This is an optimization exercise on Yosys and OpenROAD, whose aim is small area, a short achievable clock period and few clock cycles per item, not a production implementation. Where RTL was checked, it was by simulation tests only, not by an equivalence proof against the original. Function not checked in runs 3 and 4: the RTL went through the layout flow alone. Power and IR drop assume default switching activity.

### design/flow/config.mk
export PLATFORM = sky130hd
export DESIGN_NAME = friction_interp
export DESIGN_NICKNAME = friction_interp
export VERILOG_FILES = /design/flow/design.v
export SDC_FILE = /design/flow/constraint.sdc
export NUM_CORES = 4
export LEC_CHECK = 0
export CAP_MARGIN = 20
export CORE_MARGIN = 2
export CORE_UTILIZATION = 55
export CTS_CLUSTER_DIAMETER = 120
export CTS_CLUSTER_SIZE = 30
export SLEW_MARGIN = 20
### design/flow/constraint.sdc
create_clock -name core_clock -period 12.0 [get_ports {clk}]
set_input_delay 2.4000 -clock core_clock [delete_from_list [all_inputs] [get_ports {clk}]]
set_output_delay 2.4000 -clock core_clock [all_outputs]
set_load 0.01 [all_outputs]
### design/flow/design.v
module friction_interp (
    input  wire        clk,
    input  wire        rst,
    input  wire        start,
    input  wire [31:0] p,
    input  wire [31:0] pos_min,
    input  wire [31:0] span,
    input  wire        rotary,
    output wire        busy,
    output reg         done,
    output wire [31:0] term,
    output wire        mem_req,
    output wire [7:0]  mem_addr,
    input  wire [31:0] mem_rdata
);
    reg         idle, sub, lin, run;
    reg  [5:0]  cnt;           
    reg         divq;          
    reg         modq;          
    reg         alnq;          
    reg         firstq;        
    reg         hornq;         
    reg         qshq;          
    reg         idxq;          
    reg         selq;          
    reg  [31:0] s_reg;         
    reg         rot;
    reg         sgn;           
    reg         ovf;           
    reg  [31:0] rem;           
    reg  [31:0] a;             
    reg  [31:0] m;             
    reg  [47:0] acc;
    reg  [7:0]  addr;
    reg         busy_r;
    assign busy     = busy_r;
    assign mem_req  = run;
    assign mem_addr = addr;
    assign term     = acc[47:16];
    wire        addm  = rem[31];                   
    wire [31:0] x1    = {rem[30:0], a[31]};
    wire [31:0] x2    = s_reg ^ {32{!addm}};
    wire        lo_z  = (x1[7:0] == 8'd0);
    wire        cin   = lin ? lo_z : !addm;
    wire [33:0] y_c   = {1'b0, x1, 1'b1} + {1'b0, x2, cin};
    wire [32:0] y     = y_c[33:1];
    wire        r_neg = x1[31] ^ x2[31] ^ y[32];    
    wire        ge    = !y[31];
    wire        qbit  = ge;
    wire [7:0]  neg_lo = ~x1[7:0] + 8'd1;
    reg  [31:0] s_top;         
    integer k;
    always @(*) begin
        s_top[31] = s_reg[31];
        for (k = 30; k >= 0; k = k - 1) s_top[k] = s_top[k+1] | s_reg[k];
    end
    wire [30:0] r_diff = rem[30:0] ^ {31{sgn}};      
    wire        wide   = |(r_diff & ~s_top[31:1]);
    wire        shr    = alnq & wide;
    wire [32:0] lo    = {1'b0, acc[30:0], a[23]} + {1'b0, m};
    wire [15:0] u2    = acc[46:31];
    wire [15:0] u2p   = u2 + 16'd1;
    wire [15:0] u2m   = u2 - 16'd1;
    wire [15:0] hi    = (lo[32] & !m[31]) ? u2p : (!lo[32] & m[31]) ? u2m : u2;
    wire [7:0]  idx   = a[7:0];
    wire [7:0]  inc   = idx + 8'd1;
    wire [7:0]  nxt   = (!rot && idx == 8'd255) ? 8'd255 : inc;
    wire [5:0]  cnt_d = cnt - 6'd1;
    wire [5:0]  cnt_n = shr ? cnt + 6'd1 : cnt_d;
    always @(posedge clk) begin
        if (rst) begin
            idle <= 1'b1;
            sub  <= 1'b0;
            lin  <= 1'b0;
            run  <= 1'b0;
            done <= 1'b0;
            divq <= 1'b0;
            busy_r <= 1'b0;
        end else begin
            done <= 1'b0;
            if (idle) begin
                if (start) begin
                    idle <= 1'b0;
                    sub  <= 1'b1;
                    busy_r <= 1'b1;
                end
            end
            if (sub) begin
                sub  <= 1'b0;
                lin  <= !rot;
                run  <= rot;
                divq <= rot;
            end
            if (lin) begin
                lin  <= 1'b0;
                run  <= 1'b1;
                divq <= 1'b1;
            end
            if (run) begin
                divq <= (cnt_d >= 6'd4);
                if (cnt == 6'd1) begin
                    run  <= 1'b0;
                    idle <= 1'b1;
                    done <= 1'b1;
                    busy_r <= 1'b0;
                end
            end
        end
    end
    always @(posedge clk) begin
        if (sub) cnt <= 6'd28;
        else if (run) cnt <= cnt_n;
        alnq   <= sub ? rot : (run & alnq & wide);
        modq   <= sub ? rot : (run & rot & ((cnt_d >= 6'd28) | shr));
        qshq   <= sub | lin | (run & (cnt_d >= 6'd20));
        idxq   <= run & (cnt_d == 6'd20);
        selq   <= run & (cnt_d <= 6'd19) & (cnt_d >= 6'd4);
        firstq <= run & (cnt_d == 6'd17);
        hornq  <= run & (cnt_d <= 6'd16) & (cnt_d >= 6'd1);
    end
    always @(posedge clk) begin
        if (idle) begin
            s_reg <= pos_min;
            m     <= span;
            rot   <= rotary;
            a[31] <= p[0];
        end
        if (sub) begin
            sgn   <= r_neg;
            ovf   <= !rot & !r_neg & y[31];      
        end
        if (sub | lin) begin
            a     <= {y[0], (lin ? neg_lo : 8'd0), 23'd0} & {32{!(lin & sgn)}};
            s_reg <= (sub & !rot) ? {8'd0, y[31:8]} : {1'b0, m[30:0]};
        end
        if (idle)
            rem <= {1'b0, p[31:1]};
        else if (shr)
            rem <= {rem[31], rem[31:1]};
        else if (sub | lin)
            rem <= {sub & r_neg, y[31:1]} & {32{!(lin & sgn)}};
        else
            rem <= y[31:0];
        if (shr) begin
            a     <= {rem[0], a[31:1]};
        end else if (divq) begin
            if (qshq) a <= {a[30:0], modq ? 1'b0 : (qbit | ovf)};
            if (!rot && cnt == 6'd28) ovf <= ovf | ge;
        end
        if (run) m <= mem_rdata;
        if (idxq)
            addr <= {a[6:0], qbit | ovf};
        else if (selq)
            addr <= qbit ? nxt : idx;
        acc <= firstq ? {{16{m[31]}}, m[31:16]} : {hi, lo[31:0]};
        if (firstq)
            a[23:8] <= m[15:0];
        else if (hornq)
            a[23:8] <= {a[22:8], 1'b0};
    end
endmodule
### design/flow/flow/run.sh
#!/bin/bash
set -euo pipefail
bash standard.sh SETUP_SLACK_MARGIN=8.6 finish > make_finish.log 2>&1
### design/flow/standard.sh
#!/bin/bash
# synth_recipe.tcl (not shown) runs the flow's synth.tcl, then flattens the netlist and writes it again
# the make line also repeats each setting of config.mk as NAME=value (left out here)
make -C /OpenROAD-flow-scripts/flow DESIGN_CONFIG=/design/flow/config.mk WORK_HOME=/design/flow/orfs CLKGATE_MAP_FILE= SYNTH_SCRIPT=/design/flow/synth_recipe.tcl "${@:-finish}"
==> impl_metrics.ini, run 1 <==
[status]
status = complete, no violations

[critical_path]
worstPathRequired_ns = 9.60
critPathLaunchType = flip-flop
worstPathMaxFanout = 2
max_stage_delay_ns = 0.37
arrival_ns = 1.08
crit_type = reg -> out
cpMaxStageDelayCell = dfxtp_4
crit_path_cell_trace = buf_12, buf_6
end_kind = output port

[synth]
synth_top_flop_cell = dfxtp_1
syn_inst = 1659
async_flop_share_pct = 0
synth_fp_nets = 1867
synth.avg_cell_area_um2 = 8.55
yosysWarnings = 1
synth_edf_count = 74
synth_cell_types = 87
synth_area_um2 = 14200
synth_seq_cells = 207
ys_seq_area_share_pct = 34.4

[finish]
largest_reg_flops = 48
syn_to_final_growth_pct = 21.2
fin_area_um2 = 17200
n_antenna_cell = 0
final_nets = 2002
drive_above_1_share_pct = 16.9
regMostFlops = acc
n_fill_cell = 2113
multi_input_area_um2 = 8830
final-seq-area_um2 = 4990

[pwr]
seqPwrFrac_pct = 25.8
pwr-share-clk_pct = 9.2
combPwrFrac_pct = 64.9
p_leak_uw = 0.00666
switching_share_pct = 45.7
ir_worst_vdd_uv = 222
intPower_uw = 2610
switching_power_uw = 2200
powerDensity_nw_per_um2 = 280

[place]
port_buffers = 174
dp_slack_ns = 7.57
gp_congestion = 0.934
post_dp_cell_area_um2 = 15800
dp_hpwl_mm = 29.7

[flow_run]
drv_cap = 0

[timing]
fin_worst_skew_ns = 0.0176
rsz0062_at_grt = true
hold_viol = 0
max_freq_mhz = 287
fin_crit_sh_pct = 29.0
fin_crit_ns = 3.48
setup_tns_ns = 0
worst_pin_slew_ns = 1.03
finalSetupViolations = 0
final_max_slew_viol_count = 0
fin_ws_ns = 8.52
relSlewSlack_pct = 31.4

[drt]
drtAntennaViolNets = 0
viasPerCell = 6.20
highest_layer = met4
drt-met1-wl_mm = 18.6
drtPass1Iterations = 6
dr_wl_met2_mm = 20.5
drc = 0
wirelength_mm = 43.6
wl_met3_mm = 3.22
num_vias = 13199
wire_per_inst_um = 20.5
first_iter_violations = 1216

[cts]
cts.clk_slew.worst_paths_ns = 0.12
tritoncts = yes
cts-htree-levels = 1
clock_path_buffers = 3
clock_latency_ns = 0.49
clock_tree.root_cell = clkbuf_16
cts_sinks = 207
cts_hold_buf = 0
cts_buffers = 11

[global_route]
antenna_found_initial = 0
grt_pass1_vias = 12258
groute.usage.overall_pct = 31.1
overflow = 0
grt_pass1_wl_mm = 66.5
grt_max_degree = 75

[floorplan]
start_util_pct = 56.2
io_pins = 175
dieArea_um2 = 27100
rows = 58
core_um2 = 25300
die_x_um = 165
die_h_um = 165

[hold_path]
hold_class = reg -> reg
==> cells by family after synthesis <==
group / Yosys count / share of synthesized area [%]
flip-flops: 207 / 34.4
multiplexers: 53 / 4.07
AO/OA/AOI/OAI: 520 / 24.7
adder cells (fa/ha/maj): 76 / 6.81
XOR/XNOR: 130 / 8.08
AND/OR/NAND/NOR: 489 / 15.9
buffers and inverters: 184 / 6.10
==> critical path, delay by kind of cell, from the launching register on <==
kind     cells  cell delay (ns)
buf+inv      2             0.23
flops        1             0.37
==> cells in the mapped netlist (4+ instances only) <==
| library cell | instances | area (um2) |
|---|---|---|
| a31oi_1 | 28 | 175 |
| and2_1 | 9 | 56.3 |
| o21bai_1 | 7 | 52.6 |
| nand2b_1 | 7 | 43.8 |
| or2_2 | 9 | 56.3 |
| inv_1 | 50 | 188 |
| a21o_1 | 33 | 248 |
| clkbuf_1 | 73 | 274 |
| nand2_1 | 207 | 777 |
| mux2i_1 | 15 | 150 |
| and4_1 | 5 | 43.8 |
| a211oi_1 | 19 | 143 |
| xnor2_1 | 89 | 780 |
| o31ai_1 | 16 | 120 |
| o21a_1 | 12 | 90.1 |
| nor2_1 | 112 | 420 |
| a2bb2oi_1 | 6 | 52.6 |
| edfxtp_1 | 74 | 2220 |
| o211ai_1 | 6 | 45.0 |
| a22oi_1 | 10 | 75.1 |
| nand4_1 | 11 | 68.8 |
| buf_1 | 7 | 26.3 |
| and3_1 | 27 | 169 |
| xor2_1 | 40 | 350 |
| nand3_1 | 26 | 130 |
| nor2b_1 | 11 | 68.8 |
| o31a_1 | 17 | 149 |
| o21ai_0 | 110 | 551 |
| buf_4 | 33 | 248 |
| or3_1 | 5 | 31.3 |
| dfxtp_1 | 133 | 2660 |
| a221oi_1 | 46 | 403 |
| nor3_1 | 31 | 155 |
| o211a_1 | 4 | 40.0 |
| ha_1 | 74 | 926 |
| o22ai_1 | 16 | 100 |
| o221ai_1 | 10 | 87.6 |
| o21ai_1 | 8 | 40.0 |
| nor4_1 | 9 | 56.3 |
| a221o_1 | 6 | 60.1 |
| buf_6 | 4 | 45.0 |
| mux2_2 | 37 | 417 |
| a21oi_1 | 127 | 636 |
| buf_2 | 17 | 85.1 |
==> layer usage <==
| layer | global-route usage (%) | vias to the layer above |
|---|---|---|
| met4 | 8.14 | 0 |
| li1 | - | 6306 |
| met1 | 41.9 | 6293 |
| met5 | 0 | - |
| met3 | 3.99 | 78 |
| met2 | 52.9 | 522 |
==> power groups by stage <==
stage / clock, uW / sequential [uW] / combinational (uW)
3_5_place_dp: 0 / 1270 / 2490
6_report: 445 / 1240 / 3130
5_1_grt: 468 / 1260 / 3400
4_1_cts: 449 / 1220 / 2870
2_1_floorplan: 0 / 1130 / 2040
3_3_place_gp: 0 / 1270 / 2460
==> stage by stage <==
stage	hold slack [ns]	utilization (%)	power [uW]	cells
2_1_floorplan	0.432	-	3170	1659
3_3_place_gp	0.461	62.5	3730	2042
3_5_place_dp	0.482	62.6	3760	2042
4_1_cts	0.499	66.4	4540	2110
5_1_grt	0.525	68.1	5130	2128
6_report	0.497	68.1	4810	2128
==> path summary, 6_finish.rpt <==
| path | startpoint | end | slack, ns | depth (start not counted) |
|---|---|---|---|---|
| min reg2reg | a[28] | a[27] | 0.50 | 2 |
| max reg2reg | rem[0] | rem[17] | 8.58 | 17 |
| max | run | mem_req | 8.52 | 2 |
| min | a[28] | a[27] | 0.50 | 2 |
==> cells in the final DEF, fill, tap and decap left out, drive strengths merged, types with 31 or more instances in the layout <==
master and count:
inv 51, mux2 38, dfxtp 133, a21o 33, xnor2 89, xor2 42, clkdlybuf4s50 131, edfxtp 74
nor3 31, nand2 208, buf 120, a221oi 48, ha 74, o21ai 119, a21oi 127, nor2 113
==> repair_timing <==
item                       in CTS  in global routing
gates cloned                    4                  1
resized for setup             267                 58
setup buffers                  47                 17
pin swaps                      20                 25
setup endpoints to repair     156                 83
==> area by class of cell <==
type,instances,area share (%)
tap,330,2.40
clock buffer,14,1.79
clock inverter,3,0.218
sequential,207,29.0
multi-input combinational,1269,51.3
inverter,50,1.11
timing repair buffer,255,14.2
Testbench counts, summed over its fixed seeds: cycles 124,973, lookups 4,096.
==> inputs of run 2 (changes only) <==
--- a/design/flow/config.mk
+++ b/design/flow/config.mk
@@ -8,6 +8,6 @@
 export CAP_MARGIN = 20
 export CORE_MARGIN = 2
-export CORE_UTILIZATION = 55
-export CTS_CLUSTER_DIAMETER = 120
-export CTS_CLUSTER_SIZE = 30
+export CORE_UTILIZATION = 40
+export CTS_CLUSTER_DIAMETER = 100
+export CTS_CLUSTER_SIZE = 24
 export SLEW_MARGIN = 20
==> run 2 against run 1 <==
Net effect: largest cell class unchanged; critical path depth decreased by 1; critical endpoint is now mem_addr[0]; area after synthesis unchanged; clock skew increased by 0.0055 ns; clock-buffer cell count increased by 2; worst setup slack improved by 0.027 ns; die area increased by 37%; hold slack got worse by 0.037 ns; non-clock buffer count decreased by 7; sequential share of layout area decreased by 0.45 points.
==> impl_metrics.ini, run 2 <==
[status]
status = complete, no violations

[cts]
clock_path_buffers = 3
clock_latency_ns = 0.51
cts_sinks = 207
clock_tree.root_cell = clkbuf_16
tritoncts = yes
cts-htree-levels = 1
cts.clk_slew.worst_paths_ns = 0.10
cts_buffers = 15

[floorplan]
dieArea_um2 = 37000
core_um2 = 34700
die_h_um = 192
io_pins = 175
start_util_pct = 40.9
die_x_um = 192
rows = 68

[drt]
wirelength_mm = 44.6
viasPerCell = 5.82
wire_per_inst_um = 19.8
num_vias = 13139
drtPass1Iterations = 5
drc = 0
first_iter_violations = 923
drtAntennaViolNets = 0

[critical_path]
worstPathRequired_ns = 9.60
timing.rr.start = a[31]
max_stage_delay_ns = 0.40
critPathBufInv = 1
crit_path_cell_trace = buf_2
arrival_ns = 1.05
critPathLaunchType = flip-flop
cpMaxStageDelayCell = edfxtp_1
end_kind = output port
worstPathMaxFanout = 1
crit_type = reg -> out
startpoint = addr[0]
cp_top_family = flip-flops

[global_route]
busiest_layer = met2
antenna_found_initial = 0
overflow = 0
grt_pass1_wl_mm = 69.3
grtUsageMet1_pct = 32.9
use_met3_pct = 3.55
grt_pass1_vias = 12366
groute.usage.overall_pct = 23.7
gr-usage-met2_pct = 38.5
grt_max_degree = 90

[finish]
regMostFlops = acc
multi_input_area_um2 = 8830
n_antenna_cell = 0
syn_to_final_growth_pct = 22.9
drive_above_1_share_pct = 16.9
stdcell_count = 2256
n_fill_cell = 3307
final_cell_mix = 205 x nand2_1, 131 x clkdlybuf4s50_1, 119 x a21oi_1
layout_commonest_cell = nand2_1
fin_area_um2 = 17400
largest_reg_flops = 48
final_nets = 2000
final-seq-area_um2 = 4980

[timing]
max_freq_mhz = 290
hold_viol = 0
holdWs_ns = 0.459
setup_tns_ns = 0
fin_crit_ns = 3.45
fin_crit_sh_pct = 28.8
final_max_slew_viol_count = 0
rsz0062_at_grt = true
fin_worst_skew_ns = 0.0231
finalSetupViolations = 0
relSlewSlack_pct = 34.0
fin_ws_ns = 8.55
worst_pin_slew_ns = 0.989

[place]
port_buffers = 174
dp_hpwl_mm = 31.2
post_dp_cell_area_um2 = 16000
gp_congestion = 0.892
dp_slack_ns = 7.52
placed_cells = 2168

[hold_path]
hp-start = busy_r
hold_class = reg -> reg

[synth]
yosys.area_share.simple_pct = 15.9
synth_top_family_by_area = compound AO/OA/AOI/OAI gates
synth_top_flop_cell = dfxtp_1
synth_seq_cells = 207
synth_fp_nets = 1867
yosysTopAreaCellShare_pct = 18.8
async_flop_share_pct = 0
synth_cell_types = 87
synth.avg_cell_area_um2 = 8.55
syn_inst = 1659
synth_edf_count = 74
synth_compound_area_share_pct = 24.7
synth_area_um2 = 14200
ys_seq_area_share_pct = 34.4
synth_top_area_cell = dfxtp_1
synthXorXnorAreaFrac_pct = 8.08
yosys.area_share.adder_pct = 6.81
yosysMostFrequentCell = nand2_1
synth_commonest_cells = 207 x nand2_1, 133 x dfxtp_1, 127 x a21oi_1
synthMuxAreaShare_pct = 4.07
yosysWarnings = 1
synthTopCellsByArea = dfxtp_1 19%, edfxtp_1 16%, ha_1 6.5%, xnor2_1 5.5%, nand2_1 5.5%

[pwr]
powerDensity_nw_per_um2 = 279
ir_worst_vdd_uv = 148
p_leak_uw = 0.00667

[flow_run]
drv_cap = 0
-- run 2: cell count changes in the layout (fill, tap and decap cells not counted), moves of 3 or more --
cell	delta
bufbuf_16	-3
a221oi_2	-3
ha_1	-3
dfxtp_2	+4
nor2_4	-3
buf_6	+17
ha_2	+3
dfxtp_4	-3
buf_2	-16
-- run 2: metal layers --
layer | wire length (um) | part of all wire [%] | vias up
li1 | - | - | 6305
met1 | 19900 | 45 | 6304
met2 | 20200 | 45 | 454
met3 | 3140 | 7.0 | 76
met4 | 1290 | 2.9 | 0
met5 | 0 | 0 | -
-- run 2: cell families (layout without fill, tap and decap cells) --
kind of cell,count (synthesis),count (layout)
XOR/XNOR,130,131
multiplexers,53,53
flip-flops,207,207
buffers and inverters,184,324
AO/OA/AOI/OAI,520,521
adder cells (fa/ha/maj),76,76
AND/OR/NAND/NOR,489,489
-- run 2: area by class of cell --
cell class | instances | share of cell area [%]
clock buffers | 16 | 2.17
clock inverters | 10 | 0.832
inverters | 50 | 1.10
multi-input cells | 1270 | 50.6
flip-flops and latches | 207 | 28.5
well taps | 455 | 3.26
repair buffers | 248 | 13.5
-- run 2: final timing paths --
check	end	slack, ns	depth (start not counted)
setup / recovery	mem_addr[0]	8.55	1
hold / removal	busy_r	0.46	2
setup reg to reg	addr[4]	8.60	17
hold reg to reg	busy_r	0.46	2
-- run 2: per-stage QoR --
stage / util, % / total power [uW]
2_1_floorplan: - / 3170
5_1_grt: 50.3 / 5230
3_3_place_gp: 46.0 / 3750
4_1_cts: 49.4 / 4720
3_5_place_dp: 46.0 / 3770
6_report: 50.3 / 4880
-- run 2: repair_timing --
| item | CTS | global route |
|---|---|---|
| pin swaps | 24 | 17 |
| gates resized for setup | 296 | 42 |
| hold endpoints to repair | 0 | 0 |
| hold buffers | 0 | 0 |
| endpoints found under the setup margin | 145 | 91 |
| cloned | 2 | 0 |
| setup buffers | 46 | 14 |
-- run 2: report_power, final --
part           internal [uW]  switching, uW  total, uW  leakage [uW]
logic                   1410           1650       3060       0.00456
clock network            269            297        566      0.000245
registers                998            249       1250       0.00186
-- run 2: worst register-to-register path, stage by stage (launching register included) --
cell and delay [ns]:
dfxtp_4 0.37, inv_4 0.04, ha_4 0.15, nor4bb_1 0.13, a21oi_1 0.21, inv_1 0.10
fa_2 0.37, a21oi_4 0.19, o21ai_4 0.10, a221oi_4 0.39, o211ai_4 0.12, a31oi_4 0.19
buf_6 0.14, xor2_4 0.16, buf_12 0.15, nand4_1 0.11, xor2_1 0.15, a2bb2oi_1 0.08
==> inputs of run 3 (changes only) <==
--- a/design/flow/design.v
+++ b/design/flow/design.v
@@ -23,5 +23,4 @@
     reg         qshq;          
     reg         idxq;          
-    reg         selq;          
     reg  [31:0] s_reg;         
     reg         rot;
@@ -35,5 +34,5 @@
     reg         busy_r;
     assign busy     = busy_r;
-    assign mem_req  = run;
+    assign mem_req  = busy_r;
     assign mem_addr = addr;
     assign term     = acc[47:16];
@@ -115,5 +114,4 @@
         qshq   <= sub | lin | (run & (cnt_d >= 6'd20));
         idxq   <= run & (cnt_d == 6'd20);
-        selq   <= run & (cnt_d <= 6'd19) & (cnt_d >= 6'd4);
         firstq <= run & (cnt_d == 6'd17);
         hornq  <= run & (cnt_d <= 6'd16) & (cnt_d >= 6'd1);
@@ -151,5 +149,5 @@
         if (idxq)
             addr <= {a[6:0], qbit | ovf};
-        else if (selq)
+        else
             addr <= qbit ? nxt : idx;
         acc <= firstq ? {{16{m[31]}}, m[31:16]} : {hi, lo[31:0]};
==> run 3 against run 2 <==
Net effect: final cell count rose by 3.5%; area after synthesis decreased by 0.33%; global-route usage grew 0.56 points; combinational power increased by 15%; critical path depth grew 15; synthesized cell count grew 2.0%; final area rose by 5.6%; hold slack gained 0.019 ns; routed wire length rose by 5.1%; total power rose by 7.4%; non-clock buffer count rose by 47.
==> impl_metrics.ini, run 3 <==
[status]
status = complete, no violations

[drt]
wirelength_mm = 46.9
wire_per_inst_um = 20.1
num_vias = 13519
drtAntennaViolNets = 0
drc = 0
drtPass1Iterations = 5
first_iter_violations = 1124
viasPerCell = 5.79

[pwr]
pwr-share-clk_pct = 9.1
seqPwrFrac_pct = 23.7
combPwrFrac_pct = 67.2
ir_worst_vdd_uv = 146
switching_share_pct = 45.4
intPower_uw = 2860
switching_power_uw = 2380
p_leak_uw = 0.00719
powerDensity_nw_per_um2 = 284

[synth]
yosysWarnings = 1
synth_fp_nets = 1900
synthTopCellsByArea = dfxtp_1 20%, edfxtp_1 14%, ha_1 6.5%, nand2_1 5.3%, xnor2_1 5.3%
yosysTopAreaCellShare_pct = 19.8
synthMuxAreaShare_pct = 4.06
synth_compound_area_share_pct = 23.9
synth.avg_cell_area_um2 = 8.36
synth_top_area_cell = dfxtp_1
ys_seq_area_share_pct = 33.8
synth_top_flop_cell = dfxtp_1
yosysMostFrequentCell = nand2_1
synth_top_family_by_area = compound AO/OA/AOI/OAI gates
yosys.area_share.adder_pct = 6.83
synth_cell_types = 86
synth_edf_count = 66
synth_seq_cells = 206
async_flop_share_pct = 0
synth_area_um2 = 14100
synth_commonest_cells = 200 x nand2_1, 140 x dfxtp_1, 128 x nor2_1
yosys.area_share.simple_pct = 18.2
syn_inst = 1692
synthXorXnorAreaFrac_pct = 7.12

[critical_path]
cpMaxStageDelayCell = a311o_2
crit_top_cell = nor2_4
worstPathRequired_ns = 12.36
arrival_ns = 4.29
crit_path_cell_trace = inv_4, ha_4, or4b_4, o32ai_4, fa_2, a21o_1, a221oi_4, nor3_4, o2111ai_2, a211oi_2, nor2_4, a311o_2, buf_12, nor2_4, nor3b_4, o31ai_2
crit_type = reg -> reg
max_stage_delay_ns = 0.51
end_kind = flip-flop
critPathLaunchType = flip-flop
worstPathMaxFanout = 4

[cts]
cts-htree-levels = 1
cts.clk_slew.worst_paths_ns = 0.10
clock_path_buffers = 3
clock_tree.root_cell = clkbuf_16
tritoncts = yes
cts_sinks = 206
cts_hold_buf = 0
clock_latency_ns = 0.50
cts_buffers = 13

[timing]
fin_crit_sh_pct = 32.7
rsz0062_at_grt = true
max_freq_mhz = 255
fin_crit_ns = 3.93
relSlewSlack_pct = 9.61
hold_viol = 0
worst_pin_slew_ns = 1.35
finalSetupViolations = 0
fin_worst_skew_ns = 0.0246
final_max_slew_viol_count = 0
setup_tns_ns = 0

[finish]
final_nets = 2081
final-seq-area_um2 = 4880
multi_input_area_um2 = 9410
n_fill_cell = 3254
drive_above_1_share_pct = 22.0
final_cell_mix = 198 x nand2_1, 131 x clkdlybuf4s50_1, 111 x nor2_1, 111 x o21ai_0, 108 x a21oi_1
regMostFlops = acc
stdcell_count = 2335
largest_reg_flops = 48
syn_to_final_growth_pct = 30.2
layout_commonest_cell = nand2_1
n_antenna_cell = 0

[place]
placed_cells = 2204
port_buffers = 174
gp_congestion = 0.907
dp_hpwl_mm = 31.7

[floorplan]
rows = 68
dieArea_um2 = 36900
start_util_pct = 40.8
die_h_um = 192
core_um2 = 34700
die_x_um = 192
io_pins = 175

[global_route]
grt_pass1_vias = 12606
antenna_found_initial = 0
groute.usage.overall_pct = 24.2
grt_pass1_wl_mm = 70.0
grt_max_degree = 104
overflow = 0

[hold_path]
hold_class = reg -> reg

[flow_run]
drv_cap = 0
-- run 3: cell types whose count changed after synthesis, moves of 10 or more --
cell | previous run | this run
nor2_1 | 112 | 128
o21ai_0 | 110 | 122
xor2_1 | 40 | 30
nor3_1 | 31 | 50
o22ai_1 | 16 | 4
o31a_1 | 17 | 2
nor2b_1 | 11 | 39
-- run 3: layer usage --
metal | track usage [%] | vias up | share of wire (%)
met3 | 3.31 | 80 | 7.1
li1 | - | 6493 | -
met1 | 33.0 | 6424 | 44
met5 | 0 | - | 0
met4 | 7.87 | 0 | 2.9
met2 | 39.7 | 522 | 46
-- run 3: path summary, 6_finish.rpt --
kind | startpoint | endpoint | slack (ns) | cells after the start
setup / recovery | a[31] | addr[2] | 8.07 | 16
hold / removal | idle | sub | 0.48 | 2
setup reg to reg | a[31] | addr[2] | 8.07 | 16
hold reg to reg | idle | sub | 0.48 | 2
-- run 3: area by class of cell --
class	count	share of cell area [%]
multi-input combinational	1298	51.1
sequential	206	26.5
timing repair buffer	295	16.0
tap	455	3.09
clock buffer	17	1.90
inverter	59	1.23
clock inverter	5	0.272
-- run 3: kinds of logic (layout without fill, tap and decap cells) --
| group | after synthesis | count (layout) |
|---|---|---|
| buffers and inverters | 189 | 376 |
| AO/OA/AOI/OAI | 505 | 505 |
| XOR/XNOR | 115 | 115 |
| multiplexers | 52 | 52 |
| AND/OR/NAND/NOR | 549 | 550 |
| flip-flops | 206 | 206 |
| adder cells (fa/ha/maj) | 76 | 76 |
-- run 3: worst max-delay path, delay by kind of cell, from the launching register on --
family                   cells  cell delay [ns]
flip-flops                   1             0.36
AO/OA/AOI/OAI                7             1.68
AND/OR/NAND/NOR              5             1.12
adder cells (fa/ha/maj)      2             0.40
buffers and inverters        2             0.23
-- run 3: power groups by stage --
stage	Combinational, uW	Clock (uW)	Sequential (uW)
finish	3520	477	1240
CTS	3090	493	1220
detailed placement	2570	0	1240
global route	3800	512	1270
floorplan	2030	0	1120
global placement	2560	0	1240
-- run 3: what timing repair did --
| item | CTS | global route |
|---|---|---|
| gates cloned | 6 | 4 |
| setup endpoints to repair | 151 | 122 |
| setup buffers | 64 | 35 |
| pin swaps | 56 | 76 |
| gates resized for setup | 324 | 120 |
-- run 3: metrics by stage --
step	util [%]	total power (uW)	setup WS, ns	area (um2)	hold slack, ns
floorplan	-	3150	8.49	14200	0.432
detailed placement	46.2	3810	7.60	16000	0.465
global route	53.1	5580	7.96	18400	0.512
CTS	50.4	4810	8.05	17500	0.479
finish	53.1	5240	8.07	18400	0.478
global placement	46.2	3800	7.73	16000	0.459
==> inputs of run 4 (changes only) <==
==> design/flow/flow/run.sh (replaced) <==
#!/bin/bash
set -euo pipefail
bash standard.sh SETUP_SLACK_MARGIN=8.75 finish > make_finish.log 2>&1
==> run 4 against run 3 <==
Net effect: final area is 5.0% higher; clock skew is 0.0069 ns higher; register-to-register slack worse by 0.03 ns; still clean; global-route usage is 0.94 points higher; combinational power is 4% higher; routed wire length is 6.2% higher.
==> impl_metrics.ini, run 4 <==
[timing]
fin_crit_sh_pct = 33.0
max_freq_mhz = 252
relSlewSlack_pct = 6.11
fin_crit_ns = 3.96
hold_viol = 0
fin_ws_ns = 8.04
final_max_slew_viol_count = 0
setup_tns_ns = 0
rsz0062_at_grt = true
finalSetupViolations = 0
fin_worst_skew_ns = 0.0315
worst_pin_slew_ns = 1.41

[global_route]
grt_pass1_vias = 13317
groute.usage.overall_pct = 25.2
grt_pass1_wl_mm = 72.9
grt_max_degree = 104
overflow = 0
antenna_found_initial = 1

[finish]
n_fill_cell = 3148
largest_reg_flops = 48
final_cell_mix = 198 x nand2_1, 131 x clkdlybuf4s50_1, 112 x nor2_1
final_nets = 2117
stdcell_count = 2372
syn_to_final_growth_pct = 36.7
regMostFlops = acc
n_antenna_cell = 0
layout_commonest_cell = nand2_1
drive_above_1_share_pct = 26.1

[floorplan]
die_x_um = 192
die_h_um = 192
dieArea_um2 = 36900
core_um2 = 34700
io_pins = 175
start_util_pct = 40.8
rows = 68

[drt]
wire_per_inst_um = 21.0
drtPass1Iterations = 5
num_vias = 14009
viasPerCell = 5.91
drc = 0
wirelength_mm = 49.8
drtAntennaViolNets = 0
first_iter_violations = 1105

[synth]
ys_seq_area_share_pct = 33.8
yosysMostFrequentCell = nand2_1
synth_cell_types = 86
yosysTopAreaCellShare_pct = 19.8
synth.avg_cell_area_um2 = 8.36
synth_edf_count = 66
synth_top_area_cell = dfxtp_1
syn_inst = 1692
synthTopCellsByArea = dfxtp_1 20%, edfxtp_1 14%, ha_1 6.5%, nand2_1 5.3%, xnor2_1 5.3%
synth_top_flop_cell = dfxtp_1
synth_commonest_cells = 200 x nand2_1, 140 x dfxtp_1, 128 x nor2_1
synth_area_um2 = 14100
yosysWarnings = 1
synth_seq_cells = 206
synth_fp_nets = 1900
async_flop_share_pct = 0

[place]
port_buffers = 174
dp_hpwl_mm = 31.6
dp_slack_ns = 7.62
placed_cells = 2204
gp_congestion = 0.892

[critical_path]
end_kind = flip-flop
worstPathMaxFanout = 8
critPathLaunchType = flip-flop
setup.reg_to_reg.worst_slack_ns = 8.04
arrival_ns = 4.36
worstPathRequired_ns = 12.40
crit_type = reg -> reg

[cts]
cts-htree-levels = 1
cts_buffers = 14
cts_sinks = 206
cts.clk_slew.worst_paths_ns = 0.10
clock_path_buffers = 3
clock_tree.root_cell = clkbuf_16
tritoncts = yes
clock_latency_ns = 0.51

[pwr]
powerDensity_nw_per_um2 = 283
ir_worst_vdd_uv = 159
p_leak_uw = 0.00755

[flow_run]
drv_cap = 0

[hold_path]
hold_class = reg -> reg

[status]
status = complete, no violations
==> run 4: final cells by class <==
| class | count | area, um2 | share of cell area [%] |
|---|---|---|---|
| clock buffer | 18 | 408 | 2.11 |
| timing repair buffer | 331 | 3500 | 18.1 |
| inverter | 59 | 224 | 1.16 |
| tap | 455 | 569 | 2.94 |
| multi-input combinational | 1297 | 9690 | 50.1 |
| sequential | 206 | 4880 | 25.2 |
| clock inverter | 6 | 70.1 | 0.362 |
==> run 4: path summary, 6_finish.rpt <==
kind / endpoint / cells past startpoint / start
setup reg to reg: rem[30] / 17 / rem[0]
setup / recovery: rem[30] / 17 / rem[0]
hold reg to reg: a[27] / 2 / a[28]
hold / removal: a[27] / 2 / a[28]
==> run 4: where the power goes <==
part | leakage [uW] | switching, uW | total (uW) | internal (uW)
Sequential | 0.00185 | 269 | 1250 | 985
Combinational | 0.00547 | 1940 | 3670 | 1740
Clock | 0.000233 | 292 | 545 | 254
Total | 0.00755 | 2500 | 5470 | 2980
==> run 4: metal layers <==
layer	share of wire [%]	track usage, %	vias to the layer above
met5	0	0	-
li1	-	-	6583
met1	43	33.7	6799
met2	47	41.1	533
met4	3.4	8.93	0
met3	7.2	3.95	94
==> run 4: stage by stage <==
step | total power (uW) | hold WS [ns] | utilization (%) | area, um2
final | 5470 | 0.483 | 55.7 | 19300
after global routing | 5820 | 0.515 | 55.7 | 19300
after CTS | 4970 | 0.490 | 52.1 | 18100
after detailed placement | 3810 | 0.477 | 46.2 | 16000
after global placement | 3780 | 0.470 | 46.2 | 16000
after floorplan | 3150 | 0.432 | - | 14200
==> run 4: cell families after synthesis <==
| kind of cell | Yosys count | share of synthesized area (%) |
|---|---|---|
| and+or+nand+nor | 549 | 18.2 |
| AOI/OAI and AO/OA | 505 | 23.9 |
| DFF | 206 | 33.8 |
| buffers and inverters | 189 | 6.08 |
| xor gates and xnor gates | 115 | 7.12 |
| adders and majority gates | 76 | 6.83 |
| muxes | 52 | 4.06 |
==> run 4: critical path: stages, from the launching register on <==
cell and delay, ns:
dfxtp_4 0.36, inv_2 0.06, ha_4 0.12, or4b_4 0.48, o32ai_4 0.28, fa_2 0.27
a21o_1 0.17, a221oi_4 0.09, nor3_4 0.19, o2111ai_2 0.21, a211oi_4 0.34, nor2_4 0.09
a311o_2 0.51, nor2_4 0.26, buf_4 0.17, buf_6 0.09, o2bb2a_4 0.12, a21oi_2 0.04
==> run 4: what timing repair did <==
action,in CTS,in global routing
gates resized for setup,377,183
hold buffers,0,0
pin swaps,63,98
endpoints found under the setup margin,161,147
buffers inserted,88,41
gates cloned,9,6
==> inputs of run 5 (changes only) <==
--- a/design/flow/design.v
+++ b/design/flow/design.v
@@ -23,4 +23,5 @@
     reg         qshq;          
     reg         idxq;          
+    reg         selq;          
     reg  [31:0] s_reg;         
     reg         rot;
@@ -34,5 +35,5 @@
     reg         busy_r;
     assign busy     = busy_r;
-    assign mem_req  = busy_r;
+    assign mem_req  = run;
     assign mem_addr = addr;
     assign term     = acc[47:16];
@@ -114,4 +115,5 @@
         qshq   <= sub | lin | (run & (cnt_d >= 6'd20));
         idxq   <= run & (cnt_d == 6'd20);
+        selq   <= run & (cnt_d <= 6'd19) & (cnt_d >= 6'd4);
         firstq <= run & (cnt_d == 6'd17);
         hornq  <= run & (cnt_d <= 6'd16) & (cnt_d >= 6'd1);
@@ -149,5 +151,5 @@
         if (idxq)
             addr <= {a[6:0], qbit | ovf};
-        else
+        else if (selq)
             addr <= qbit ? nxt : idx;
         acc <= firstq ? {{16{m[31]}}, m[31:16]} : {hi, lo[31:0]};
==> design/flow/flow/run.sh (replaced) <==
#!/bin/bash
set -euo pipefail
bash standard.sh SETUP_SLACK_MARGIN=8.6 \
  'BUFFER_PORTS_ARGS=-buffer_cell sky130_fd_sc_hd__buf_1' finish > make_finish.log 2>&1
==> run 5 against run 4 <==
Net effect: utilization is 7.1 points lower; clock power is 3.9% lower; global-route usage decreased by 1.4 points; largest cell class unchanged; final area fell by 13%; die area up 0.32%; still clean; worst setup slack better by 0.48 ns; first-iteration DRC count decreased by 3.2%; final cell count shrank 4.6%; sequential power about the same; fmax is 14% higher; total power shrank 8.6%; routed wire length down 8.9%.
==> impl_metrics.ini, run 5 <==
[timing]
rsz0062_at_grt = true
fin_crit_ns = 3.48
hold_viol = 0
fin_crit_sh_pct = 29.0
worst_pin_slew_ns = 1.01
finalSetupViolations = 0
relSlewSlack_pct = 32.8
max_freq_mhz = 287
fin_worst_skew_ns = 0.0183
final_max_slew_viol_count = 0
setup_tns_ns = 0

[critical_path]
crit_type = reg -> out
timing.rr.start = a[31]
max_stage_delay_ns = 0.36
setup.reg_to_reg.worst_slack_ns = 8.57
r2r-end = rem[17]
critPathLaunchType = flip-flop
cp_top_family = flip-flops
worstPathMaxFanout = 2
cpMaxStageDelayCell = dfxtp_4
r2r_cells = 18
critPathBufInv = 2
end_kind = output port
arrival_ns = 1.08
crit_path_cell_trace = buf_12, buf_6
worstPathRequired_ns = 9.60

[synth]
yosysMostFrequentCell = nand2_1
yosys.area_share.simple_pct = 15.9
synth.avg_cell_area_um2 = 8.55
synthXorXnorAreaFrac_pct = 8.08
synth_top_area_cell = dfxtp_1
synth_edf_count = 74
synth_seq_cells = 207
synthTopCellsByArea = dfxtp_1 19%, edfxtp_1 16%, ha_1 6.5%, xnor2_1 5.5%, nand2_1 5.5%
synth_area_um2 = 14200
synth_compound_area_share_pct = 24.7
synth_cell_types = 87
yosys.area_share.adder_pct = 6.81
synth_top_flop_cell = dfxtp_1
synth_fp_nets = 1867
synthMuxAreaShare_pct = 4.07
syn_inst = 1659
ys_seq_area_share_pct = 34.4
synth_commonest_cells = 207 x nand2_1, 133 x dfxtp_1, 127 x a21oi_1
async_flop_share_pct = 0
yosysTopAreaCellShare_pct = 18.8
synth_top_family_by_area = compound AO/OA/AOI/OAI gates
yosysWarnings = 1

[floorplan]
die_h_um = 192
rows = 68
die_x_um = 192
io_pins = 175
dieArea_um2 = 37000
start_util_pct = 40.9
core_um2 = 34700

[hold_path]
hp-start = busy_r
hold_class = reg -> reg
min_path_cells = 2
min_delay_worst_endpoint = busy_r

[drt]
wirelength_mm = 45.4
dr_wl_met2_mm = 20.8
drtAntennaViolNets = 0
num_vias = 13219
highest_layer = met4
first_iter_violations = 1070
wire_per_inst_um = 20.0
wl_met3_mm = 3.35
drt-met1-wl_mm = 19.8
drtPass1Iterations = 5
viasPerCell = 5.84
drc = 0

[cts]
clock_path_buffers = 3
cts_sinks = 207
tritoncts = yes
clock_tree.root_cell = clkbuf_16
cts_buffers = 14
clock_latency_ns = 0.51
cts.clk_slew.worst_paths_ns = 0.10
cts-htree-levels = 1

[finish]
layout_commonest_cell = nand2_1
fin_area_um2 = 16900
n_antenna_cell = 0
largest_reg_flops = 48
syn_to_final_growth_pct = 18.8
final_cell_mix = 205 x nand2_1, 131 x buf_1, 116 x a21oi_1
drive_above_1_share_pct = 19.2
regMostFlops = acc
final_nets = 2009

[global_route]
antenna_found_initial = 0
grt_max_degree = 76
grt_pass1_wl_mm = 69.3
overflow = 0
groute.usage.overall_pct = 23.8
grt_pass1_vias = 12351

[place]
dp_hpwl_mm = 31.1
gp_congestion = 0.917
post_dp_cell_area_um2 = 14800
port_buffers = 174

[status]
status = complete, no violations

[pwr]
p_leak_uw = 0.00637
powerDensity_nw_per_um2 = 297
ir_worst_vdd_uv = 153

[flow_run]
drv_cap = 0
## run 5: layout make-up
type	count	area [um2]
inverter	50	190
clock buffer	18	387
sequential	207	4980
multi-input combinational	1271	9070
tap	455	569
clock inverter	6	72.6
timing repair buffer	257	1590
fill	3354	17800
## run 5: metrics by stage
stage	setup slack, ns	power (uW)	instances	hold slack (ns)	util [%]
2_1_floorplan	8.60	3170	1659	0.432	-
3_3_place_gp	7.51	3660	2164	0.453	42.8
3_5_place_dp	7.36	3680	2164	0.458	42.8
4_1_cts	8.49	4650	2241	0.480	46.8
5_1_grt	8.36	5360	2264	0.506	48.6
6_report	8.52	5000	2264	0.466	48.6
## run 5: cell families (layout without fill, tap and decap cells)
| logic type | Yosys count | count (layout) |
|---|---|---|
| AOI/OAI and AO/OA | 520 | 521 |
| xor gates and xnor gates | 130 | 131 |
| DFF | 207 | 207 |
| muxes | 53 | 53 |
| adders and majority gates | 76 | 76 |
| buffers and inverters | 184 | 331 |
| and+or+nand+nor | 489 | 490 |
## run 5: how the worst max path moves through the flow
stage	to	start	cells past startpoint
CTS	mem_req	run	2
global placement	cnt[3]	sgn	11
detailed placement	cnt[3]	sgn	11
floorplan	addr[6]	a[31]	16
global route	addr[4]	rem[0]	18
finish	mem_req	run	2
## run 5: what timing repair did
item / in CTS / in global routing
hold buffers: 0 / 0
gates cloned: 4 / 1
pin swaps: 24 / 29
endpoints found under the setup margin: 158 / 81
buffers inserted: 49 / 22
gates resized for setup: 147 / 94
hold endpoints to repair: 0 / 0
## run 5: per-layer routing
layer / GRT usage [%] / up-vias
met5: 0 / -
met4: 6.64 / 0
met3: 3.51 / 68
met2: 38.4 / 509
met1: 33.0 / 6322
li1: - / 6320
## run 5: worst reg2reg max path: cells and delay by family, from the launching register on
family                   cells  cell delay, ns
AO/OA/AOI/OAI                8            1.49
buffers and inverters        5            0.59
adder cells (fa/ha/maj)      2            0.52
flip-flops                   1            0.36
AND/OR/NAND/NOR              2            0.20
XOR/XNOR                     1            0.14
## run 5: report_power, final
group / leakage, uW / internal, uW / switching, uW / total (uW)
clock: 0.000223 / 242 / 282 / 524
sequential: 0.00186 / 998 / 248 / 1250
combinational: 0.00429 / 1480 / 1760 / 3240
total: 0.00637 / 2720 / 2290 / 5000
Testbench counts of run 5, summed over its fixed seeds: cycles 124,973, lookups 4,096.
==> inputs of run 6 (changes only) <==
--- a/design/flow/config.mk
+++ b/design/flow/config.mk
@@ -8,5 +8,5 @@
 export CAP_MARGIN = 20
 export CORE_MARGIN = 2
-export CORE_UTILIZATION = 40
+export CORE_UTILIZATION = 65
 export CTS_CLUSTER_DIAMETER = 100
 export CTS_CLUSTER_SIZE = 24
==> run 6 against run 5 <==
Net effect: still clean; final area shrank 5.0%; sequential power is essentially flat; critical path type unchanged; synthesized cell count stayed put; clock skew rose by 0.0029 ns; worst setup slack improved by 0.0063 ns; sequential cell count did not move; first-iteration DRC count decreased by 2.0%; routed wire length down 8.6%; total power fell by 8.1%; fmax rose by 0.18%.
==> impl_metrics.ini, run 6 <==
[status]
status = complete, no violations

[drt]
drtPass1Iterations = 6
drtAntennaViolNets = 0
wire_per_inst_um = 20.1
num_vias = 13286
first_iter_violations = 1049
drc = 0
viasPerCell = 6.44
wirelength_mm = 41.5

[timing]
fin_worst_skew_ns = 0.0212
fin_crit_ns = 3.48
setup_tns_ns = 0
rsz0062_at_grt = true
final_max_slew_viol_count = 0
finalSetupViolations = 0
relSlewSlack_pct = 31.4
max_freq_mhz = 288
worst_pin_slew_ns = 1.03
hold_viol = 0
fin_crit_sh_pct = 29.0

[finish]
multi_input_area_um2 = 8740
syn_to_final_growth_pct = 12.9
final_nets = 1984
stdcell_count = 2062
largest_reg_flops = 48
n_antenna_cell = 0
final-seq-area_um2 = 4970
drive_above_1_share_pct = 15.1
n_fill_cell = 1676
final_cell_mix = 206 x nand2_1, 132 x buf_1, 122 x a21oi_1
regMostFlops = acc
layout_commonest_cell = nand2_1

[synth]
synth_commonest_cells = 207 x nand2_1, 133 x dfxtp_1, 127 x a21oi_1
synth_fp_nets = 1867
syn_inst = 1659
yosysMostFrequentCell = nand2_1
async_flop_share_pct = 0
synth_cell_types = 87
synthTopCellsByArea = dfxtp_1 19%, edfxtp_1 16%, ha_1 6.5%, xnor2_1 5.5%, nand2_1 5.5%
ys_seq_area_share_pct = 34.4
synth_top_flop_cell = dfxtp_1
synth_seq_cells = 207
yosysWarnings = 1
synth_edf_count = 74
synth_top_area_cell = dfxtp_1
synth_area_um2 = 14200
yosysTopAreaCellShare_pct = 18.8
synth.avg_cell_area_um2 = 8.55

[cts]
cts_sinks = 207
tritoncts = yes
cts-htree-levels = 1
clock_path_buffers = 3
clock_latency_ns = 0.49
clock_tree.root_cell = clkbuf_16
cts_buffers = 12
cts.clk_slew.worst_paths_ns = 0.10

[pwr]
powerDensity_nw_per_um2 = 287
p_leak_uw = 0.00617
ir_worst_vdd_uv = 228

[flow_run]
drv_cap = 0

[floorplan]
dieArea_um2 = 23000
io_pins = 175
core_um2 = 21600
die_x_um = 152
rows = 54
die_h_um = 152
start_util_pct = 65.6

[place]
port_buffers = 174
gp_congestion = 0.930
dp_hpwl_mm = 29.0
placed_cells = 1992

[critical_path]
worstPathRequired_ns = 9.60
critPathLaunchType = flip-flop
end_kind = output port
crit_type = reg -> out
arrival_ns = 1.08
worstPathMaxFanout = 2

[global_route]
overflow = 0
antenna_found_initial = 1
grt_pass1_vias = 11737
grt_pass1_wl_mm = 62.5
grt_max_degree = 66
groute.usage.overall_pct = 34.7

[hold_path]
hold_class = reg -> reg
[run 6: cell counts after synthesis]
No cell type changed its count.
[run 6: cell type report]
type	instances	area share, %
inverter	50	1.20
timing repair buffer	237	8.55
tap	280	2.19
multi-input combinational	1268	54.6
sequential	207	31.0
clock buffer	19	2.44
clock inverter	1	0.0234
[run 6: kinds of logic after synthesis]
family | after synthesis | share of synthesized area [%]
muxes | 53 | 4.07
xor gates and xnor gates | 130 | 8.08
AOI/OAI and AO/OA | 520 | 24.7
DFF | 207 | 34.4
adders and majority gates | 76 | 6.81
and+or+nand+nor | 489 | 15.9
buffers and inverters | 184 | 6.10
[run 6: final timing paths]
kind | from | endpoint | slack [ns] | cells after the start
worst max-delay path | run | mem_req | 8.52 | 2
worst min register to register | a[27] | a[26] | 0.49 | 2
worst min-delay path | a[27] | a[26] | 0.49 | 2
worst max register to register | a[31] | addr[1] | 8.54 | 17
[run 6: power by group]
| part | switching (uW) | total (uW) | internal (uW) | leakage, uW |
|---|---|---|---|---|
| Combinational | 1610 | 2890 | 1280 | 0.00412 |
| Clock | 242 | 470 | 228 | 0.000195 |
| Sequential | 244 | 1240 | 995 | 0.00186 |
| Total | 2090 | 4600 | 2500 | 0.00617 |
[run 6: repair_timing]
item / CTS / global route
setup endpoints to repair: 147 / 121
hold buffers: 0 / 0
buffers inserted: 35 / 13
resized for setup: 97 / 64
gates cloned: 2 / 0
pin swaps: 14 / 22
[run 6: metrics by stage]
step	instance area (um2)	power (uW)	hold slack, ns	worst slack (ns)	utilization (%)
after CTS	15700	4370	0.488	8.52	72.5
final	16000	4600	0.489	8.52	74.1
after detailed placement	14600	3640	0.473	7.54	67.7
after floorplan	14200	3170	0.432	8.60	-
after global placement	14600	3600	0.455	7.67	67.7
after global routing	16000	4910	0.516	8.45	74.1
[run 6: metal layers]
layer | up-vias | track usage (%) | routed length (um)
li1 | 6270 | - | -
met1 | 6250 | 47.4 | 17100
met2 | 657 | 55.4 | 19100
met3 | 107 | 4.94 | 3600
met4 | 2 | 14.1 | 1610
met5 | - | 0 | 9
[run 6: worst max-delay path, cell delays in order, from the launching register on]
cell     delay [ns]
dfxtp_4        0.37
buf_12         0.12
buf_6          0.11
==> inputs of run 7 (changes only) <==
--- a/design/flow/design.v
+++ b/design/flow/design.v
@@ -35,5 +35,5 @@
     reg         busy_r;
     assign busy     = busy_r;
-    assign mem_req  = run;
+    assign mem_req  = busy_r;
     assign mem_addr = addr;
     assign term     = acc[47:16];
==> run 7 against run 6 <==
Net effect: still clean; first-iteration DRC count fell by 2.1%; die area is essentially flat; fmax grew 0.47%; final cell count is 0.39% lower; critical path depth increased by 15; non-clock buffer count fell by 8; clock-buffer cell count is 1 lower; routed wire length fell by 0.85%; area after synthesis about the same.
==> impl_metrics.ini, run 7 <==
[status]
status = complete, no violations

[drt]
num_vias = 13216
drtPass1Iterations = 5
first_iter_violations = 1027
wire_per_inst_um = 20.0
drc = 0
drtAntennaViolNets = 0
wirelength_mm = 41.1
viasPerCell = 6.43

[finish]
final_nets = 1976
layout_commonest_cell = nand2_1
n_antenna_cell = 0
drive_above_1_share_pct = 15.3
syn_to_final_growth_pct = 12.6
largest_reg_flops = 48
stdcell_count = 2054
n_fill_cell = 1695
fin_area_um2 = 16000
final_cell_mix = 206 x nand2_1, 134 x buf_1, 118 x a21oi_1
regMostFlops = acc

[place]
gp_congestion = 0.953
port_buffers = 174
post_dp_cell_area_um2 = 14600
placed_cells = 1991
dp_hpwl_mm = 28.9

[critical_path]
r2r_cells = 17
arrival_ns = 3.69
setup.reg_to_reg.worst_slack_ns = 8.54
crit_type = reg -> reg
worstPathMaxFanout = 5
r2r-end = addr[4]
critPathLaunchType = flip-flop
end_kind = flip-flop
worstPathRequired_ns = 12.23
timing.rr.start = rem[0]

[synth]
yosysMostFrequentCell = nand2_1
synthTopCellsByArea = dfxtp_1 19%, edfxtp_1 16%, ha_1 6.5%, xnor2_1 5.5%, nand2_1 5.5%
synth_seq_cells = 207
syn_inst = 1660
synth_fp_nets = 1868
synth.avg_cell_area_um2 = 8.55
yosysWarnings = 1
ys_seq_area_share_pct = 34.4
async_flop_share_pct = 0
synth_cell_types = 87
synth_area_um2 = 14200
synth_top_area_cell = dfxtp_1
yosysTopAreaCellShare_pct = 18.8
synth_edf_count = 74
synth_commonest_cells = 207 x nand2_1, 133 x dfxtp_1, 127 x a21oi_1
synth_top_flop_cell = dfxtp_1

[pwr]
seqPwrFrac_pct = 26.6
combPwrFrac_pct = 63.9
pwr-share-clk_pct = 9.5
switching_power_uw = 2130
intPower_uw = 2520
powerDensity_nw_per_um2 = 291
switching_share_pct = 45.9
p_leak_uw = 0.00613
ir_worst_vdd_uv = 224

[timing]
fin_crit_ns = 3.46
fin_crit_sh_pct = 28.8
worst_pin_slew_ns = 1.03
setup_tns_ns = 0
relSlewSlack_pct = 31.3
max_freq_mhz = 289
final_max_slew_viol_count = 0
fin_worst_skew_ns = 0.0162
rsz0062_at_grt = true
hold_viol = 0
finalSetupViolations = 0

[floorplan]
die_h_um = 152
rows = 54
die_x_um = 152
core_um2 = 21600
io_pins = 175
dieArea_um2 = 23000
start_util_pct = 65.7

[cts]
cts_sinks = 207
clock_latency_ns = 0.49
cts_buffers = 12
cts.clk_slew.worst_paths_ns = 0.10
tritoncts = yes
cts-htree-levels = 1
clock_tree.root_cell = clkbuf_16
clock_path_buffers = 3

[global_route]
antenna_found_initial = 0
grt_max_degree = 97
grt_pass1_vias = 12432
grt_pass1_wl_mm = 65.1
groute.usage.overall_pct = 34.3
overflow = 0

[hold_path]
min_path_cells = 2
hp-start = a[25]
min_delay_worst_endpoint = a[24]
hold_class = reg -> reg

[flow_run]
drv_cap = 0
[run 7: per-stage QoR]
step | setup slack [ns] | power, uW | hold slack [ns] | util, %
after floorplan | 8.60 | 3170 | 0.432 | -
after global placement | 7.66 | 3610 | 0.472 | 67.7
after detailed placement | 7.44 | 3650 | 0.473 | 67.7
after CTS | 8.51 | 4410 | 0.487 | 72.1
after global routing | 8.39 | 4970 | 0.529 | 74.0
final | 8.54 | 4650 | 0.494 | 74.0
[run 7: kinds of logic after synthesis]
group,after synthesis,share of synthesized area [%]
xor gates and xnor gates,130,8.07
muxes,53,4.07
buffers and inverters,185,6.15
AOI/OAI and AO/OA,520,24.7
adders and majority gates,76,6.80
and+or+nand+nor,489,15.8
DFF,207,34.4
[run 7: critical path: stages, from the launching register on]
cell and delay, ns:
dfxtp_4 0.38, inv_4 0.04, ha_4 0.15, nor4bb_1 0.13
a21oi_1 0.19, inv_1 0.10, fa_2 0.38, a21oi_4 0.18
o21ai_4 0.08, a221oi_4 0.39, o211ai_4 0.14, a31oi_4 0.21
xor2_4 0.18, buf_12 0.14, buf_12 0.11, nand4_1 0.11
xor2_1 0.19, a2bb2oi_2 0.09
[run 7: metal layers]
| metal | share of wire (%) | global-route usage, % |
|---|---|---|
| met3 | 8.3 | 4.65 |
| met2 | 46 | 54.8 |
| met4 | 4.3 | 15.1 |
| met5 | 0 | 0 |
| met1 | 42 | 46.6 |
[run 7: area by class of cell]
class / instances / area, um2 / area share, %
clock inverter: 2 / 13.8 / 0.0861
timing repair buffer: 229 / 1320 / 8.22
multi-input combinational: 1268 / 8800 / 55.1
tap: 280 / 350 / 2.19
clock buffer: 18 / 344 / 2.15
inverter: 50 / 190 / 1.19
sequential: 207 / 4970 / 31.1
[run 7: timing repair]
item,CTS,global route
resized for setup,99,79
pin swaps,21,20
hold buffers,0,0
gates cloned,1,0
endpoints found under the setup margin,135,108
setup buffers,34,8
[run 7: worst max path at each step]
stage	startpoint	to	slack [ns]	cells past startpoint
after floorplan	a[31]	addr[6]	8.60	16
after global placement	rem[31]	addr[0]	7.66	12
after detailed placement	rem[31]	addr[4]	7.44	12
after CTS	rem[0]	addr[4]	8.51	17
after global routing	rem[0]	rem[28]	8.39	16
final	rem[0]	addr[4]	8.54	17
[run 7: power by group through the flow]
stage / registers [uW] / logic, uW / clock network, uW
after floorplan: 1130 / 2040 / 0
after global placement: 1270 / 2340 / 0
after detailed placement: 1270 / 2390 / 0
after CTS: 1230 / 2730 / 450
after global routing: 1260 / 3230 / 473
final: 1240 / 2970 / 443
Testbench counts of run 7, summed over its fixed seeds: cycles 124,973, lookups 4,096.
==> inputs of run 8 (changes only) <==
==> design/flow/flow/run.sh (replaced) <==
#!/bin/bash
set -euo pipefail
bash standard.sh SETUP_SLACK_MARGIN=8.7 \
  'BUFFER_PORTS_ARGS=-buffer_cell sky130_fd_sc_hd__buf_1' finish > make_finish.log 2>&1
--- a/design/flow/config.mk
+++ b/design/flow/config.mk
@@ -8,5 +8,5 @@
 export CAP_MARGIN = 20
 export CORE_MARGIN = 2
-export CORE_UTILIZATION = 65
+export CORE_UTILIZATION = 72
 export CTS_CLUSTER_DIAMETER = 100
 export CTS_CLUSTER_SIZE = 24
==> run 8 against run 7 <==
Net effect: critical path type unchanged; die area decreased by 9.5%; critical path depth decreased by 1; clock skew increased by 0.0069 ns; final area increased by 5.8%; highest routed layer unchanged; utilization increased by 13 points; sequential power about the same; non-clock buffer count increased by 51; still clean; hold slack got worse by 0.0015 ns; clock-buffer cell count increased by 1; critical endpoint is now addr[3]; final cell count increased by 1.9%.
==> impl_metrics.ini, run 8 <==
[status]
status = complete, no violations

[pwr]
p_total_uw = 5240
ir_worst_vdd_uv = 231
powerDensity_nw_per_um2 = 309
p_leak_uw = 0.00652

[synth]
async_flop_share_pct = 0
synth_edf_count = 74
synth_cell_types = 87
yosysMostFrequentCell = nand2_1
synth_seq_cells = 207
synth.avg_cell_area_um2 = 8.55
synth_top_flop_cell = dfxtp_1
yosysTopAreaCellShare_pct = 18.8
synth_fp_nets = 1868
yosysWarnings = 1
synth_top_area_cell = dfxtp_1
synth_commonest_cells = 207 x nand2_1, 133 x dfxtp_1, 127 x a21oi_1
synthTopCellsByArea = dfxtp_1 19%, edfxtp_1 16%, ha_1 6.5%, xnor2_1 5.5%, nand2_1 5.5%
syn_inst = 1660
ys_seq_area_share_pct = 34.4
synth_area_um2 = 14200

[cts]
cts_sinks = 207
cts.clk_slew.worst_paths_ns = 0.10
cts-htree-levels = 1
clock_path_buffers = 3
clock_tree.root_cell = clkbuf_16
cts_buffers = 12
clock_latency_ns = 0.49
cts_hold_buf = 0
tritoncts = yes

[finish]
syn_to_final_growth_pct = 19.2
regMostFlops = acc
largest_reg_flops = 48
drive_above_1_share_pct = 20.9
final_cell_mix = 206 x nand2_1, 131 x buf_1, 111 x a21oi_1
n_antenna_cell = 0
layout_commonest_cell = nand2_1
final_nets = 2029

[floorplan]
rows = 51
dieArea_um2 = 20900
die_x_um = 144
io_pins = 175
die_h_um = 144
start_util_pct = 73.2
core_um2 = 19400

[global_route]
groute.usage.overall_pct = 41.2
grt_max_degree = 97
overflow = 0
grt_pass1_vias = 12783
antenna_found_initial = 0
grt_pass1_wl_mm = 67.4

[timing]
fin_worst_skew_ns = 0.0231
fin_crit_ns = 3.60
finalSetupViolations = 0
setup_tns_ns = 0
worst_pin_slew_ns = 1.06
fin_crit_sh_pct = 30.0
relSlewSlack_pct = 29.2
final_max_slew_viol_count = 0
rsz0062_at_grt = true
hold_viol = 0
fin_ws_ns = 8.40
max_freq_mhz = 278

[drt]
drtPass1Iterations = 8
num_vias = 14647
wirelength_mm = 47.8
drc = 0
drtAntennaViolNets = 0
wire_per_inst_um = 22.8
viasPerCell = 7.00
first_iter_violations = 1855

[critical_path]
arrival_ns = 3.83
critPathLaunchType = flip-flop
r2r_cells = 16
worstPathMaxFanout = 7
crit_type = reg -> reg
worstPathRequired_ns = 12.23
end_kind = flip-flop

[hold_path]
min_path_cells = 2
hold_class = reg -> reg

[place]
dp_slack_ns = 7.61
dp_hpwl_mm = 29.0
port_buffers = 174
gp_congestion = 0.977

[flow_run]
drv_cap = 0
run 8: changes by cell type in the layout (fill, tap and decap cells not counted), moves of 9 or more:
cell      previous run  this run
ha_1                73        64
buf_6               13        50
a221oi_1            43        32
buf_4               45        84
buf_2               21         2
a221oi_2             4        13
run 8: final cells by class:
cell class | count | area, um2
multi-input combinational | 1270 | 9210
fill | 1032 | 2470
sequential | 207 | 4980
inverter | 50 | 190
tap | 265 | 332
clock inverter | 1 | 8.76
timing repair buffer | 280 | 1860
clock buffer | 19 | 348
run 8: cell families after synthesis:
family	share of synthesized area, %
AOI/OAI and AO/OA	24.7
DFF	34.4
muxes	4.07
buffers and inverters	6.15
xor gates and xnor gates	8.07
adders and majority gates	6.80
and+or+nand+nor	15.8
run 8: report_power, final:
part | internal (uW) | switching, uW
registers | 997 | 266
clock network | 204 | 241
logic | 1560 | 1970
run 8: final timing paths:
| check | to | from | slack, ns |
|---|---|---|---|
| max reg2reg | addr[3] | a[31] | 8.40 |
| min | a[26] | a[27] | 0.49 |
| min reg2reg | a[26] | a[27] | 0.49 |
| max | addr[3] | a[31] | 8.40 |
run 8: through the flow:
stage / cell area (um2) / cells / utilization, % / hold WS (ns)
after global placement: 14600 / 1976 / 75.4 / 0.470
after floorplan: 14200 / 1660 / - / 0.432
after CTS: 16100 / 2062 / 83.2 / 0.488
after detailed placement: 14600 / 1976 / 75.4 / 0.474
after global routing: 16900 / 2092 / 87.2 / 0.513
final: 16900 / 2092 / 87.2 / 0.492
run 8: critical path: stages, from the launching register on:
cell	delay, ns
dfxtp_4	0.38
inv_4	0.04
ha_4	0.15
nor4bb_4	0.15
a21oi_2	0.20
inv_2	0.09
fa_2	0.44
a21oi_4	0.23
o21ai_4	0.09
a221oi_4	0.38
o211ai_4	0.15
a31oi_4	0.25
xor2_4	0.19
buf_12	0.17
nand4_1	0.14
xor2_1	0.19
a2bb2oi_1	0.08
run 8: timing repair:
| item | 4_1_cts | 5_1_grt |
|---|---|---|
| resized for setup | 171 | 119 |
| endpoints found under the setup margin | 163 | 120 |
| cloned | 3 | 0 |
| pin swaps | 24 | 57 |
| setup buffers | 63 | 30 |
run 8: routing by layer:
layer / GRT usage (%) / vias up / routed length (um)
li1: - / 6374 / -
met1: 53.1 / 6737 / 16800
met2: 66.7 / 1230 / 21800
met3: 6.92 / 306 / 5970
met4: 21.7 / 0 / 3240
met5: 0 / - / 0
==> inputs of run 9 (changes only) <==
==> design/flow/flow/run.sh (replaced) <==
#!/bin/bash
set -euo pipefail
bash standard.sh SETUP_SLACK_MARGIN=8.4 \
  'BUFFER_PORTS_ARGS=-buffer_cell sky130_fd_sc_hd__buf_1' finish > make_finish.log 2>&1
==> run 9 against run 8 <==
Net effect: critical endpoint is now addr[6]; critical path type unchanged; sequential cell count is the same; clock-buffer cell count unchanged; combinational power fell by 22%; sequential power barely moved.
==> impl_metrics.ini, run 9 <==
[synth]
synth_fp_nets = 1868
synth_edf_count = 74
synth_area_um2 = 14200
ys_seq_area_share_pct = 34.4
synthTopCellsByArea = dfxtp_1 19%, edfxtp_1 16%, ha_1 6.5%, xnor2_1 5.5%, nand2_1 5.5%
yosysTopAreaCellShare_pct = 18.8
synth_top_area_cell = dfxtp_1
synth_top_flop_cell = dfxtp_1
synth_cell_types = 87
synth_commonest_cells = 207 x nand2_1, 133 x dfxtp_1, 127 x a21oi_1
synth.avg_cell_area_um2 = 8.55
yosysMostFrequentCell = nand2_1
async_flop_share_pct = 0
yosysWarnings = 1

[floorplan]
core_um2 = 19400
die_h_um = 144
die_x_um = 144
dieArea_um2 = 20900
start_util_pct = 73.2

[flow_run]
drv_cap = 0

[finish]
n_antenna_cell = 0
regMostFlops = acc
largest_reg_flops = 48
drive_above_1_share_pct = 9.33
final_nets = 1960
layout_commonest_cell = nand2_1
final_cell_mix = 207 x nand2_1, 174 x buf_1, 124 x a21oi_1

[drt]
drtPass1Iterations = 6
wire_per_inst_um = 20.6
num_vias = 13492
wirelength_mm = 41.7
first_iter_violations = 1213
drc = 0
viasPerCell = 6.67
drtAntennaViolNets = 0

[pwr]
intPower_uw = 2380
pwr-share-clk_pct = 9.9
switching_share_pct = 47.0

[timing]
fin_crit_ns = 3.54
finalSetupViolations = 0
setup_tns_ns = 0
worst_pin_slew_ns = 1.17
final_max_slew_viol_count = 0
relSlewSlack_pct = 22.2
hold_viol = 0
holdWs_ns = 0.487
max_freq_mhz = 282

[cts]
cts.clk_slew.worst_paths_ns = 0.10
cts_hold_buf = 0
cts_sinks = 207
tritoncts = yes
clock_latency_ns = 0.49
cts_buffers = 12

[place]
gp_congestion = 0.983
port_buffers = 174

[global_route]
grt_max_degree = 69
overflow = 0
grt_pass1_vias = 12168
antenna_found_initial = 0
groute.usage.overall_pct = 38.3

[status]
status = complete, no violations

[critical_path]
worstPathMaxFanout = 7
timing.rr.start = rem[0]
end_kind = flip-flop
r2r-end = addr[6]
worstPathRequired_ns = 12.31
cp_top_family = compound AO/OA/AOI/OAI gates
critPathBufInv = 4
startpoint = rem[0]
cpMaxStageDelayCell = fa_2

[hold_path]
hold_class = reg -> reg
[run 9: cell counts after synthesis]
Identical to the previous run, type by type.
[run 9: cell type report]
cell class,instances,area [um2]
inverter,50,190
multi-input combinational,1270,8690
tap,265,332
clock inverter,1,11.3
sequential,207,4910
timing repair buffer,211,1020
clock buffer,19,348
fill,1357,3890
[run 9: kinds of logic after synthesis]
group	after synthesis	synth area share, %
compound gates	520	24.7
simple gates	489	15.8
flops	207	34.4
buf+inv	185	6.15
xor+xnor	130	8.07
fa+ha+maj	76	6.80
mux	53	4.07
[run 9: worst min-delay path by stage]
| stage | from | end | slack (ns) | depth (start not counted) |
|---|---|---|---|---|
| 2_1_floorplan | idle | rot | 0.43 | 0 |
| 3_3_place_gp | a[30] | a[29] | 0.47 | 2 |
| 3_5_place_dp | a[30] | a[29] | 0.48 | 2 |
| 4_1_cts | a[30] | a[29] | 0.49 | 2 |
| 5_1_grt | a[30] | a[29] | 0.52 | 2 |
| 6_report | a[30] | a[29] | 0.49 | 2 |
[run 9: worst register-to-register path: stages, from the launching register on]
cell      delay, ns
dfxtp_4        0.39
inv_4          0.04
ha_4           0.16
nor4bb_4       0.15
a21oi_2        0.19
inv_2          0.07
fa_2           0.41
a21oi_4        0.18
o21ai_4        0.08
a221oi_4       0.27
buf_6          0.16
o211ai_4       0.12
a31oi_4        0.28
buf_12         0.15
xor2_4         0.31
a41oi_1        0.18
o31ai_1        0.23
[run 9: what timing repair did]
item                                    4_1_cts  5_1_grt
cloned                                        1        1
pin swaps                                     7       18
endpoints found under the setup margin       92       45
resized for setup                            20       38
buffers inserted                             12       12
[run 9: through the flow]
step | power, uW | area (um2) | setup slack [ns] | cells | util, %
floorplan | 3160 | 14200 | 8.43 | 1660 | -
global placement | 3580 | 14600 | 7.54 | 1977 | 75.3
detailed placement | 3650 | 14600 | 7.43 | 1977 | 75.3
CTS | 4270 | 15200 | 8.40 | 2010 | 78.4
global route | 4770 | 15500 | 8.34 | 2023 | 79.9
finish | 4480 | 15500 | 8.46 | 2023 | 79.9
[run 9: power groups by stage]
| stage | clock (uW) | combinational (uW) | sequential [uW] |
|---|---|---|---|
| 2_1_floorplan | 0 | 2030 | 1130 |
| 3_3_place_gp | 0 | 2310 | 1260 |
| 3_5_place_dp | 0 | 2380 | 1270 |
| 4_1_cts | 449 | 2570 | 1240 |
| 5_1_grt | 469 | 3020 | 1280 |
| 6_report | 445 | 2770 | 1260 |
[run 9: routing by layer]
layer | track usage [%] | vias to the layer above | share of wire, %
met4 | 16.0 | 0 | 4.0
met1 | 50.7 | 6326 | 39
met2 | 63.3 | 803 | 47
li1 | - | 6236 | -
met5 | 0 | - | 0
met3 | 5.30 | 127 | 9.9

[re-timing with driven ports]
The results above use ideal ports. As a check the final layouts listed here were re-extracted and re-timed, cells and wires unchanged.
Step 1 sets driving cells, clkbuf_16 on the clock port and buf_2 on the other inputs (assumed; they add their load-dependent delay and slew).
Step 2 also shifts input and output timing later by t, the mid clock arrival at the registers, as if the neighbouring blocks saw the same clock.
Slacks: ideal / step 1 / step 2; pairs: ideal / step 1.
run	t, ns	setup slack, ns
run 1	0.530	8.520 / 8.468 / 8.447
run 2	0.550	8.546 / 8.498 / 8.444
run 3	0.538	8.072 / 8.072 / 8.072
run 4	0.549	8.038 / 8.038 / 8.038
run 5	0.547	8.516 / 8.467 / 8.566
run 6	0.529	8.522 / 8.473 / 8.535
run 7	0.526	8.538 / 8.538 / 8.538
run 8	0.523	8.402 / 8.402 / 8.402
run 9	0.524	8.458 / 8.420 / 8.458
After both steps setup and hold are still met in every run listed.
